Context: an optimization exercise on an open-source flow, tuned for small area, a short achievable clock period and few clock cycles per item. The choices shown serve that exercise and are no tape-out recipe. Where RTL was checked, it was by simulation tests only, not by an equivalence proof against the original.

==> flow/design.v <==
`timescale 1ns/1ps
module ln_aes128 (
    input  wire         clk,
    input  wire         rst,       
    input  wire         start,     
    input  wire [127:0] key,
    input  wire [127:0] din,
    output wire         ready,
    output reg          done,      
    output wire [127:0] dout
);
    function [7:0] aes_sbox;
        input [7:0] x;
        reg U0, U1, U2, U3, U4, U5, U6, U7, T1, T2, T3, T4, T5, T6, T7, T8, T9, T10, T11, T12, T13, T14, T15, T16, T17, T18, T19, T20, T21, T22, T23, T24, T25, T26, T27, D, M1, M2, M3, M4, M5, M6, M7, M8, M9, M10, M11, M12, M13, M14, M15, M16, M17, M18, M19, M20, M21, M22, M23, M24, M25, M26, M27, M28, M29, M30, M31, M32, M33, M34, M35, M36, M37, M38, M39, M40, M41, M42, M43, M44, M45, M46, M47, M48, M49, M50, M51, M52, M53, M54, M55, M56, M57, M58, M59, M60, M61, M62, M63, L0, L1, L2, L3, L4, L5, L6, L7, L8, L9, L10, L11, L12, L13, L14, L15, L16, L17, L18, L19, L20, L21, L22, L23, L24, L25, L26, L27, L28, L29;
        begin
            U0 = x[7];
            U1 = x[6];
            U2 = x[5];
            U3 = x[4];
            U4 = x[3];
            U5 = x[2];
            U6 = x[1];
            U7 = x[0];
            T1 = U0^U3;
            T2 = U0^U5;
            T3 = U0^U6;
            T4 = U3^U5;
            T5 = U4^U6;
            T6 = T1^T5;
            T7 = U1^U2;
            T8 = U7^T6;
            T9 = U7^T7;
            T10 = T6^T7;
            T11 = U1^U5;
            T12 = U2^U5;
            T13 = T3^T4;
            T14 = T6^T11;
            T15 = T5^T11;
            T16 = T5^T12;
            T17 = T9^T16;
            T18 = U3^U7;
            T19 = T7^T18;
            T20 = T1^T19;
            T21 = U6^U7;
            T22 = T7^T21;
            T23 = T2^T22;
            T24 = T2^T10;
            T25 = T20^T17;
            T26 = T3^T16;
            T27 = T1^T12;
            D = U7;
            M1 = T13&T6;
            M2 = T23&T8;
            M3 = T14^M1;
            M4 = T19&D;
            M5 = M4^M1;
            M6 = T3&T16;
            M7 = T22&T9;
            M8 = T26^M6;
            M9 = T20&T17;
            M10 = M9^M6;
            M11 = T1&T15;
            M12 = T4&T27;
            M13 = M12^M11;
            M14 = T2&T10;
            M15 = M14^M11;
            M16 = M3^M2;
            M17 = M5^T24;
            M18 = M8^M7;
            M19 = M10^M15;
            M20 = M16^M13;
            M21 = M17^M15;
            M22 = M18^M13;
            M23 = M19^T25;
            M24 = M22^M23;
            M25 = M22&M20;
            M26 = M21^M25;
            M27 = M20^M21;
            M28 = M23^M25;
            M29 = M28&M27;
            M30 = M26&M24;
            M31 = M20&M23;
            M32 = M27&M31;
            M33 = M27^M25;
            M34 = M21&M22;
            M35 = M24&M34;
            M36 = M24^M25;
            M37 = M21^M29;
            M38 = M32^M33;
            M39 = M23^M30;
            M40 = M35^M36;
            M41 = M38^M40;
            M42 = M37^M39;
            M43 = M37^M38;
            M44 = M39^M40;
            M45 = M42^M41;
            M46 = M44&T6;
            M47 = M40&T8;
            M48 = M39&D;
            M49 = M43&T16;
            M50 = M38&T9;
            M51 = M37&T17;
            M52 = M42&T15;
            M53 = M45&T27;
            M54 = M41&T10;
            M55 = M44&T13;
            M56 = M40&T23;
            M57 = M39&T19;
            M58 = M43&T3;
            M59 = M38&T22;
            M60 = M37&T20;
            M61 = M42&T1;
            M62 = M45&T4;
            M63 = M41&T2;
            L0 = M61^M62;
            L1 = M50^M56;
            L2 = M46^M48;
            L3 = M47^M55;
            L4 = M54^M58;
            L5 = M49^M61;
            L6 = M62^L5;
            L7 = M46^L3;
            L8 = M51^M59;
            L9 = M52^M53;
            L10 = M53^L4;
            L11 = M60^L2;
            L12 = M48^M51;
            L13 = M50^L0;
            L14 = M52^M61;
            L15 = M55^L1;
            L16 = M56^L0;
            L17 = M57^L1;
            L18 = M58^L8;
            L19 = M63^L4;
            L20 = L0^L1;
            L21 = L1^L7;
            L22 = L3^L12;
            L23 = L18^L2;
            L24 = L15^L9;
            L25 = L6^L10;
            L26 = L7^L9;
            L27 = L8^L10;
            L28 = L11^L14;
            L29 = L11^L17;
            aes_sbox[7] = L6^L24;
            aes_sbox[6] = ~(L16^L26);
            aes_sbox[5] = ~(L19^L28);
            aes_sbox[4] = L6^L21;
            aes_sbox[3] = L20^L22;
            aes_sbox[2] = L25^L29;
            aes_sbox[1] = ~(L13^L27);
            aes_sbox[0] = ~(L6^L23);
        end
    endfunction
    function [7:0] xtime;
        input [7:0] a;
        xtime = {a[6:0], 1'b0} ^ (a[7] ? 8'h1b : 8'h00);
    endfunction
    reg  [127:0] state;    
    reg  [127:0] rkey;     
    reg  [3:0]   rnd;      
    wire         busy = (rnd != 4'd0) && (rnd != 4'd10);
    assign ready = !busy;
    reg [7:0] rcon;
    always @(*) begin
        case (rnd)
            4'd1:    rcon = 8'h02;
            4'd2:    rcon = 8'h04;
            4'd3:    rcon = 8'h08;
            4'd4:    rcon = 8'h10;
            4'd5:    rcon = 8'h20;
            4'd6:    rcon = 8'h40;
            4'd7:    rcon = 8'h80;
            4'd8:    rcon = 8'h1b;
            4'd9:    rcon = 8'h36;
            default: rcon = 8'h01;
        endcase
    end
    wire [127:0] ksrc = busy ? rkey : key;
    wire [31:0] kw0 = ksrc[127:96], kw1 = ksrc[95:64], kw2 = ksrc[63:32], kw3 = ksrc[31:0];
    wire [31:0] kt  = {aes_sbox(kw3[23:16]), aes_sbox(kw3[15:8]),
                       aes_sbox(kw3[7:0]), aes_sbox(kw3[31:24])};
    wire [31:0] kp0 = kw0 ^ {rcon, 24'h0};
    wire [31:0] kp1 = kp0 ^ kw1;
    wire [31:0] kp2 = kp1 ^ kw2;
    wire [31:0] kp3 = kp2 ^ kw3;
    wire [127:0] nk = {kp0 ^ kt, kp1 ^ kt, kp2 ^ kt, kp3 ^ kt};
    wire [127:0] mix;
    genvar gi;
    generate
        for (gi = 0; gi < 4; gi = gi + 1) begin : g_mc
            wire [7:0] a0 = state[127 - 32*gi -: 8],      a1 = state[127 - 32*gi - 8 -: 8];
            wire [7:0] a2 = state[127 - 32*gi - 16 -: 8], a3 = state[127 - 32*gi - 24 -: 8];
            wire [7:0] t  = a0 ^ a1 ^ a2 ^ a3;
            assign mix[127 - 32*gi      -: 8] = t ^ xtime(a0 ^ a1);
            assign mix[127 - 32*gi - 8  -: 8] = t ^ xtime(a1 ^ a2);
            assign mix[127 - 32*gi - 16 -: 8] = t ^ xtime(a2 ^ a3);
            assign mix[127 - 32*gi - 24 -: 8] = t ^ xtime(a3 ^ a0);
        end
    endgenerate
    wire [127:0] x = ((busy ? state : din) ^ ksrc) ^ (mix & {128{busy}});
    wire [127:0] state_d;
    generate
        for (gi = 0; gi < 16; gi = gi + 1) begin : g_sb
            assign state_d[127 - 8*gi -: 8] =
                aes_sbox(x[127 - 8*(((gi/4 + gi%4) % 4)*4 + gi%4) -: 8]);
        end
    endgenerate
    assign dout = state ^ rkey;
    always @(posedge clk) begin
        state <= state_d;
        rkey  <= nk;
        if (rst) begin
            rnd  <= 4'd0;
            done <= 1'b0;
        end else begin
            done <= (rnd == 4'd9);
            if (busy)
                rnd <= rnd + 4'd1;
            else if (start)
                rnd <= 4'd1;
            else
                rnd <= 4'd0;
        end
    end
endmodule
Settings: LEC_CHECK=0, CAP_MARGIN=20, CELL_PAD_IN_SITES_DETAIL_PLACEMENT=0, CELL_PAD_IN_SITES_GLOBAL_PLACEMENT=0, CORE_MARGIN=2, CORE_UTILIZATION=60, CTS_BUF_LIST=sky130_fd_sc_hd__clkbuf_4 sky130_fd_sc_hd__clkbuf_8, GPL_ROUTABILITY_DRIVEN=1, PLACE_DENSITY=0.75, SETUP_SLACK_MARGIN=3.0, SLEW_MARGIN=20; clock period 10.0 ns.
standard.sh (not shown) runs the stock make flow with config.mk's settings and CLKGATE_MAP_FILE= SYNTH_SCRIPT=/design/flow/synth_recipe.tcl, a recipe that flattens the netlist after the stock synthesis.
==> flow/flow/run.sh <==
#!/bin/bash
# Own layout flow: the standard layout (standard.sh), except that
#  - the technology mapping step of the standard synthesis runs ABC with the
#    script in flow/map.abc instead of ORFS's abc_speed/abc_area script;
#  - every input and output port still gets its own buffer, but the port
#    buffers are sky130_fd_sc_hd__buf_1 (buffer_ports -buffer_cell);
#  - the floorplan step does not run its pre-placement timing repair, which
#    times the unplaced netlist with wire-load models (REMOVE_ABC_BUFFERS=1);
#    timing is repaired after placement, CTS and global routing as usual.
# Everything else (Yosys passes, flip-flop mapping, flattening, renaming,
# floorplan, placement, CTS, routing) is the standard flow unchanged.
set -euo pipefail
W=$(pwd)
# ORFS synth.tcl with only the ABC script swapped
sed -e "s#log_cmd abc {\*}\$abc_args#log_cmd abc -script $W/flow/map.abc {*}[lrange \$abc_args 2 end]#" \
    "$FLOW_HOME/scripts/synth.tcl" > "$W/synth_mod.tcl"
grep -q "flow/map.abc" "$W/synth_mod.tcl"
# synth_recipe.tcl with synth.tcl replaced by the copy above
sed -e "s#source \$::env(SCRIPTS_DIR)/synth.tcl#source $W/synth_mod.tcl#" \
    "$W/synth_recipe.tcl" > "$W/own_synth.tcl"
grep -q "synth_mod.tcl" "$W/own_synth.tcl"
# standard.sh with the synthesis script replaced
sed -e "s#SYNTH_SCRIPT=[^ ]*#SYNTH_SCRIPT=$W/own_synth.tcl 'BUFFER_PORTS_ARGS=-inputs -outputs -buffer_cell sky130_fd_sc_hd__buf_1' REMOVE_ABC_BUFFERS=1#" \
    "$W/standard.sh" > "$W/own_standard.sh"
grep -q "own_synth.tcl" "$W/own_standard.sh"
grep -q "buffer_cell" "$W/own_standard.sh"
grep -q "REMOVE_ABC_BUFFERS=1" "$W/own_standard.sh"
bash "$W/own_standard.sh" finish > "$W/flow_make.log" 2>&1
test -f "$W/out/final.def"
==> flow/flow/map.abc <==
strash; &get -n; &dch -f; &nf -R 1000; &put; topo; stime -c
Edit:
--- a/flow/design.v
+++ b/flow/design.v
@@ -176,7 +176,8 @@
             default: rcon = 8'h01;
         endcase
     end
-    wire [127:0] ksrc = busy ? rkey : key;
+    reg          kidle;
+    wire [127:0] ksrc = {busy ? rkey[127:32] : key[127:32], kidle ? key[31:0] : rkey[31:0]};
     wire [31:0] kw0 = ksrc[127:96], kw1 = ksrc[95:64], kw2 = ksrc[63:32], kw3 = ksrc[31:0];
     wire [31:0] kt  = {aes_sbox(kw3[23:16]), aes_sbox(kw3[15:8]),
                        aes_sbox(kw3[7:0]), aes_sbox(kw3[31:24])};
@@ -198,7 +199,7 @@
             assign mix[127 - 32*gi - 24 -: 8] = t ^ xtime(a3 ^ a0);
         end
     endgenerate
-    wire [127:0] x = ((busy ? state : din) ^ ksrc) ^ (mix & {128{busy}});
+    wire [127:0] x = busy ? (state ^ mix ^ rkey) : (din ^ key);
     wire [127:0] state_d;
     generate
         for (gi = 0; gi < 16; gi = gi + 1) begin : g_sb
@@ -211,10 +212,12 @@
         state <= state_d;
         rkey  <= nk;
         if (rst) begin
-            rnd  <= 4'd0;
-            done <= 1'b0;
+            rnd   <= 4'd0;
+            done  <= 1'b0;
+            kidle <= 1'b1;
         end else begin
-            done <= (rnd == 4'd9);
+            done  <= (rnd == 4'd9);
+            kidle <= busy ? (rnd == 4'd9) : !start;
             if (busy)
                 rnd <= rnd + 4'd1;
             else if (start)
Global-route usage climbs by 1.5 points.
Critical path depth is lower by 5.
Setup slack gets better by 0.14 ns.
Flip-flop and latch count rose by 1.
Via count drops by 1.6%.
Non-clock buffer count fell by 64.
Clock-buffer cell count drops by 3.
Final area is lower by 6.8%.
Final cell count went down by 0.98%.
Die area shrinks by 1.3%.
Hold slack is worse by 0.038 ns.
Testbench counts after the change, summed over its fixed seeds: cycles 16,000, blocks 1,600.
For the first run of this note, only the layout was checked, not whether the RTL still works.

-- static timing again, ports no longer ideal --
No port has a modelled driver above. Below, the same layouts with a new extraction and two added sets of constraints.
Step 1 (the two cells are an assumption about what drives the block):
set clk [get_ports {clk}]
set_driving_cell -lib_cell sky130_fd_sc_hd__clkbuf_16 $clk
set_driving_cell -lib_cell sky130_fd_sc_hd__buf_2 [delete_from_list [all_inputs] $clk]
Step 2, shift: input delay + t, output delay - t, t = (earliest + latest rising clock arrival at the registers) / 2. This alone moves slack from input paths to output paths.
Three values: ideal, step 1, step 2; two values: the first two.
run	t (ns)	setup WS [ns]	hold slack, ns	worst register clock-pin slew, ns
the first run	0.718	3.093 / 3.093 / 2.606	0.593 / 0.593 / 0.593	0.07 / 0.07
the second run	0.713	3.233 / 3.278 / 2.565	0.555 / 0.555 / 0.555	0.07 / 0.07
After both steps setup and hold are still met in every run listed. The setup slack of the second run, which loses most, moves by +0.045 ns with the drivers and by -0.668 ns with both steps.
